From an optimization exercise on the open Yosys and OpenROAD flow, aimed at small area, a short achievable clock period and few clock cycles; shortcuts taken in it are not production practice. Function was checked by simulation only, so behaviour that the tests miss may differ from the original.

==> design/flow/design.v <==
module ledger_cvt_core (
    input  wire [127:0] word,
    input  wire [9:0]   eref,
    input  wire [1:0]   fmt,
    input  wire [1:0]   mode,
    input  wire         flush,
    output reg  [31:0]  bits,
    output reg          range
);
    localparam [127:0] W_NAN  = {1'b1, 127'd0};
    localparam [127:0] W_NSAT = {1'b1, 126'd0, 1'b1};
    localparam [127:0] W_PSAT = {1'b0, {127{1'b1}}};
    reg [4:0]  mb;
    reg [7:0]  bias;
    reg [31:0] sign_bit, inf_bits, max_bits, nan_bits;
    always @(*) begin
        case (fmt)
            2'd1: begin  
                mb = 5'd7;  bias = 8'd127;
                sign_bit = 32'h0000_8000; inf_bits = 32'h0000_7F80;
                max_bits = 32'h0000_7F7F; nan_bits = 32'h0000_7FC0;
            end
            2'd2: begin  
                mb = 5'd10; bias = 8'd15;
                sign_bit = 32'h0000_8000; inf_bits = 32'h0000_7C00;
                max_bits = 32'h0000_7BFF; nan_bits = 32'h0000_7E00;
            end
            default: begin  
                mb = 5'd23; bias = 8'd127;
                sign_bit = 32'h8000_0000; inf_bits = 32'h7F80_0000;
                max_bits = 32'h7F7F_FFFF; nan_bits = 32'h7FC0_0000;
            end
        endcase
    end
    wire         neg = word[127];
    wire [127:0] mag = neg ? -word : word;    
    reg [6:0] msb;
    integer   i;
    always @(*) begin
        msb = 7'd0;
        for (i = 0; i < 127; i = i + 1)
            if (mag[i]) msb = i[6:0];
    end
    wire signed [11:0] e_val  = $signed({5'd0, msb}) + $signed({{2{eref[9]}}, eref}) - 12'sd96;
    wire signed [11:0] e_min  = 12'sd1 - $signed({4'd0, bias});
    wire signed [11:0] e_used = (e_val > e_min) ? e_val : e_min;
    wire signed [11:0] q      = e_used - $signed({7'd0, mb});
    wire signed [11:0] r      = q - $signed({{2{eref[9]}}, eref}) + 12'sd96;
    reg [127:0] n_trunc;
    reg         rbit, sticky;
    reg [127:0] lost_mask;
    always @(*) begin
        lost_mask = 128'd0;
        if (r <= 12'sd0) begin
            n_trunc = mag << (-r);
            rbit    = 1'b0;
            sticky  = 1'b0;
        end else if (r >= 12'sd128) begin
            n_trunc = 128'd0;
            rbit    = 1'b0;
            sticky  = (mag != 128'd0);
        end else begin
            n_trunc   = mag >> r;
            rbit      = mag[r[6:0] - 7'd1];
            lost_mask = (128'd1 << (r[6:0] - 7'd1)) - 128'd1;
            sticky    = (mag & lost_mask) != 128'd0;
        end
    end
    reg        up;
    reg [25:0] n;
    reg signed [11:0] q_final;
    reg [7:0]  ex;
    always @(*) begin
        case (mode)
            2'd1:    up = 1'b0;                                       
            2'd2:    up = !neg && (rbit || sticky);                   
            2'd3:    up = neg && (rbit || sticky);                    
            default: up = rbit && (sticky || n_trunc[0]);             
        endcase
        n       = n_trunc[25:0] + {25'd0, up};
        q_final = q;
        if (n[mb + 5'd1]) begin    
            n       = n >> 1;
            q_final = q + 12'sd1;
        end
    end
    wire signed [11:0] q_max = $signed({4'd0, bias}) - $signed({7'd0, mb});
    wire to_inf = (mode == 2'd0) || (mode == 2'd2 && !neg) || (mode == 2'd3 && neg);
    always @(*) begin
        range = 1'b0;
        ex    = 8'd0;
        bits  = 32'd0;
        if (word == W_NAN) begin
            bits = nan_bits;
        end else if (word == W_PSAT || word == W_NSAT) begin
            bits  = (neg ? sign_bit : 32'd0) | inf_bits;
            range = 1'b1;
        end else if (word == 128'd0) begin
            bits = 32'd0;
        end else if (q_final > q_max) begin
            range = 1'b1;
            bits  = (neg ? sign_bit : 32'd0) | (to_inf ? inf_bits : max_bits);
        end else if (n == 26'd0) begin
            bits = neg ? sign_bit : 32'd0;
        end else if (!n[mb]) begin
            bits = neg ? sign_bit : 32'd0;
            if (!flush)
                bits = bits | {6'd0, n};
        end else begin
            ex   = q_final[7:0] + {3'd0, mb} + bias;
            bits = (neg ? sign_bit : 32'd0) | ({24'd0, ex} << mb) | ({6'd0, n} & ~(32'd1 << mb));
        end
    end
endmodule
module ledger_cvt (
    input  wire         clk,
    input  wire         rst,
    input  wire         in_valid,
    output wire         in_ready,
    input  wire [127:0] in_word,
    input  wire [9:0]   in_eref,
    input  wire [1:0]   in_fmt,      
    input  wire [1:0]   in_mode,     
    input  wire         in_flush,    
    output reg          out_valid,
    output reg  [31:0]  out_bits,
    output reg          out_range
);
    assign in_ready = 1'b1;
    wire [31:0] bits;
    wire        range;
    ledger_cvt_core core (
        .word(in_word), .eref(in_eref), .fmt(in_fmt), .mode(in_mode), .flush(in_flush),
        .bits(bits), .range(range));
    always @(posedge clk) begin
        if (rst) begin
            out_valid <= 1'b0;
        end else begin
            out_valid <= in_valid;
            if (in_valid) begin
                out_bits  <= bits;
                out_range <= range;
            end
        end
    end
endmodule
==> design/flow/run.sh <==
#!/bin/bash
# synth_recipe.tcl (not shown) runs the flow's synth.tcl, then flattens the netlist and writes it again
# the make line also repeats each setting of config.mk as NAME=value (left out here)
make -C /OpenROAD-flow-scripts/flow DESIGN_CONFIG=/design/flow/config.mk WORK_HOME=/design/flow/orfs CLKGATE_MAP_FILE= SYNTH_SCRIPT=/design/flow/synth_recipe.tcl finish
==> design/flow/config.mk <==
export PLATFORM = sky130hd
export DESIGN_NAME = ledger_cvt
export DESIGN_NICKNAME = ledger_cvt
export VERILOG_FILES = /design/flow/design.v
export SDC_FILE = /design/flow/constraint.sdc
export NUM_CORES = 4
export LEC_CHECK = 0
export CAP_MARGIN = 20
export CORE_MARGIN = 2
export CORE_UTILIZATION = 30
export PLACE_DENSITY = 0.6
export SLEW_MARGIN = 20
==> design/flow/constraint.sdc <==
create_clock -name core_clock -period 35.0 [get_ports {clk}]
set_input_delay 7.0000 -clock core_clock [delete_from_list [all_inputs] [get_ports {clk}]]
set_output_delay 7.0000 -clock core_clock [all_outputs]
set_load 0.01 [all_outputs]
==> notes.md <==
==> sequential cells by signal, summed over array words and instances (netlist names) <==
signal,flops
out_bits,32
out_range,1
out_valid,1
==> worst max-delay path, delay by kind of cell <==
kind                     cells  cell delay, ns
AO/OA/AOI/OAI               39            9.14
XOR/XNOR                     5            1.96
adder cells (fa/ha/maj)     11            3.76
buffers and inverters        7            2.03
AND/OR/NAND/NOR             34            7.75
==> per-layer routing <==
layer  global-route usage [%]  share of wire [%]  vias to the layer above
met2                     70.0                 39                     5786
met4                     41.5                 11                       44
li1                         -                  -                    22559
met1                     59.1                 35                    27337
met3                     20.5                 15                     1817
met5                   0.0385              0.099                        -
==> per-stage QoR <==
stage	instance area [um^2]	hold WS, ns	setup slack, ns	util [%]
after floorplan	36400	7.07	5.85	-
after global placement	41500	7.57	3.93	34.6
after detailed placement	41600	7.59	3.97	34.6
after CTS	41800	7.29	4.13	34.8
after global routing	41900	7.31	2.14	34.9
final	42000	7.29	3.32	35.0
==> layout make-up <==
type / count / area, um^2 / share of cell area, %
Antenna cell: 27 / 67.6 / 0.161
Clock buffer: 5 / 125 / 0.298
Clock inverter: 3 / 68.8 / 0.164
Inverter: 97 / 372 / 0.885
Multi-Input combinational cell: 5053 / 33500 / 79.7
Sequential cell: 34 / 1010 / 2.41
Tap cell: 1612 / 2020 / 4.80
Timing Repair Buffer: 578 / 4860 / 11.6
==> path summary, 6_finish.rpt <==
kind,slack (ns),to,from,cells past startpoint
setup / recovery,3.32,out_bits[8]$_DFFE_PP_,in_word[0],96
hold / removal,7.29,out_valid$_SDFF_PP0_,rst,2
==> kinds of logic (layout without fill, tap and decap cells) <==
kind of cell	after synthesis	after routing	share of synthesized area [%]
mux	224	224	8.26
other cells	1	28	0.0103
xor+xnor	232	232	5.61
buf+inv	638	683	6.83
flops	34	34	2.78
compound gates	1999	1999	38.5
fa+ha+maj	83	83	2.92
simple gates	2514	2514	35.1
==> synth_stat cells (all sizes together), types with 65 or more instances <==
| cell type | count |
|---|---|
| nor4 | 163 |
| a21oi | 382 |
| or3 | 76 |
| ha | 80 |
| nand3 | 249 |
| nand4 | 171 |
| inv | 96 |
| and3 | 78 |
| o211ai | 116 |
| buf | 107 |
| mux2i | 126 |
| o21ai | 376 |
| nor2 | 552 |
| a211oi | 121 |
| nor3 | 230 |
| o22ai | 75 |
| a31oi | 100 |
| xor2 | 90 |
| clkbuf | 434 |
| o31ai | 65 |
| nand2 | 627 |
| xnor2 | 142 |
==> reports/metrics.yaml <==
status: "finished clean"
arrival_ns: 31.70
syn_nets: 5954
io_buffers: 179
slew_violations: 0
async_flop_share_pct: 0
syn_area_per_cell_um2: 6.35
dieArea_mm2: 0.124
antenna_left: 0
wire_per_inst_um: 44.2
relSlewSlack_pct: 6.94
first_iter_violations: 11244
cts_resized: 0
drc: 0
ios: 181
setup_viol: 0
end_kind: "flop"
gp_congestion: 1.19
routed_via_density: 7.77
clock-sinks: 34
core-area_mm2: 0.120
via_count: 57543
synth_top_cell_area_share_pct: 6.46
hold_violations: 0
synth_edf_count: 33
grt_max_degree: 115
cts_hold_buf: 0
fill_cells: 13259
cts_buffers: 5
synth.top_cells.by_area: "nand2_1, nor2_1, a21oi_1, o21ai_0, clkbuf_1"
post-dp-hpwl_mm: 254
grt_remaining_overflow: 0
fp.dieW_um: 352
clockBufferDepth: 2
rsz0062_at_grt: "false"
clk_pin_slew_ns: 0.05
crit_top_cell: "ha_1"
die-height_um: 352
timing_worst_setup_path_type: "input port to flop"
syn_inst: 5725
initial_core_util_pct: 30.3
period_minus_slack_ns: 31.68
fmax_mhz: 31.6
ys_ff_latch: 34
finalWirelength_mm: 328
drtPass1Iterations: 8
post_route_cells_drive_above_1_share_pct: 12.9
cts_tree: "built"
cp_max_fo: 20
cp-start-kind: "input port"
htree_levels: 2
hp-class: "input port to flop"
ys_types: 117
setup-tns-final_ns: 0
worst_path_largest_cell_delay_ns: 0.88
nNetsFinal: 5998
antenna_found_initial: 54
cap_viol_max_count: 0
worst_pin_slew_ns: 1.39
area_growth_pct: 15.4
syn-cell-area_mm2: 0.0364
crit_path_top_delay_cell: "xor2_1"
grt_pass1_vias: 51717
grt_use_total_pct: 50.0
root_buffer: "clkbuf_16"
synth_top_area_cell: "nand2_1"
ys.flop_type: "edfxtp_1"
layout_common_cells: "nand2_1, nor2_1, buf_4"
grt_pass1_wl_mm: 443
post_cts_buffers: 0
placedCellCount: 7369
seq_area_frac_synth_pct: 2.78
yosysWarnings: 2
critPathRequiredTime_ns: 35.03
final_common_cell: "nand2_1"
rows: 127
instances_no_fill: 7409
post-route-period-util_pct: 90.5
Testbench counts, summed over its fixed seeds: cycles 16,008.

-- re-timing with driven ports --
The results above use ideal ports. As a check the final layout listed here was re-extracted and re-timed, cells and wires unchanged. Step 1 assumes that a clkbuf_16 drives the clock port and a buf_2 every other input. Step 2, shift: input delay + t, output delay - t, t = (earliest + latest rising clock arrival at the registers) / 2. This alone moves slack from input paths to output paths. Three values: ideal ports, drivers, drivers and shift; two values: the first two.
shift t [ns]: 0.315
slack for setup (ns): 3.324 / 3.330 / 3.015
clock arrival spread, ns: 0.007 / 0.007
slew at the worst register clock pin (ns): 0.06 / 0.06
worst data-port slew with drivers (ns): 0.05
After both steps this run still meets setup and hold. The setup slack of this run moves by +0.006 ns with the drivers and by -0.309 ns with both steps.
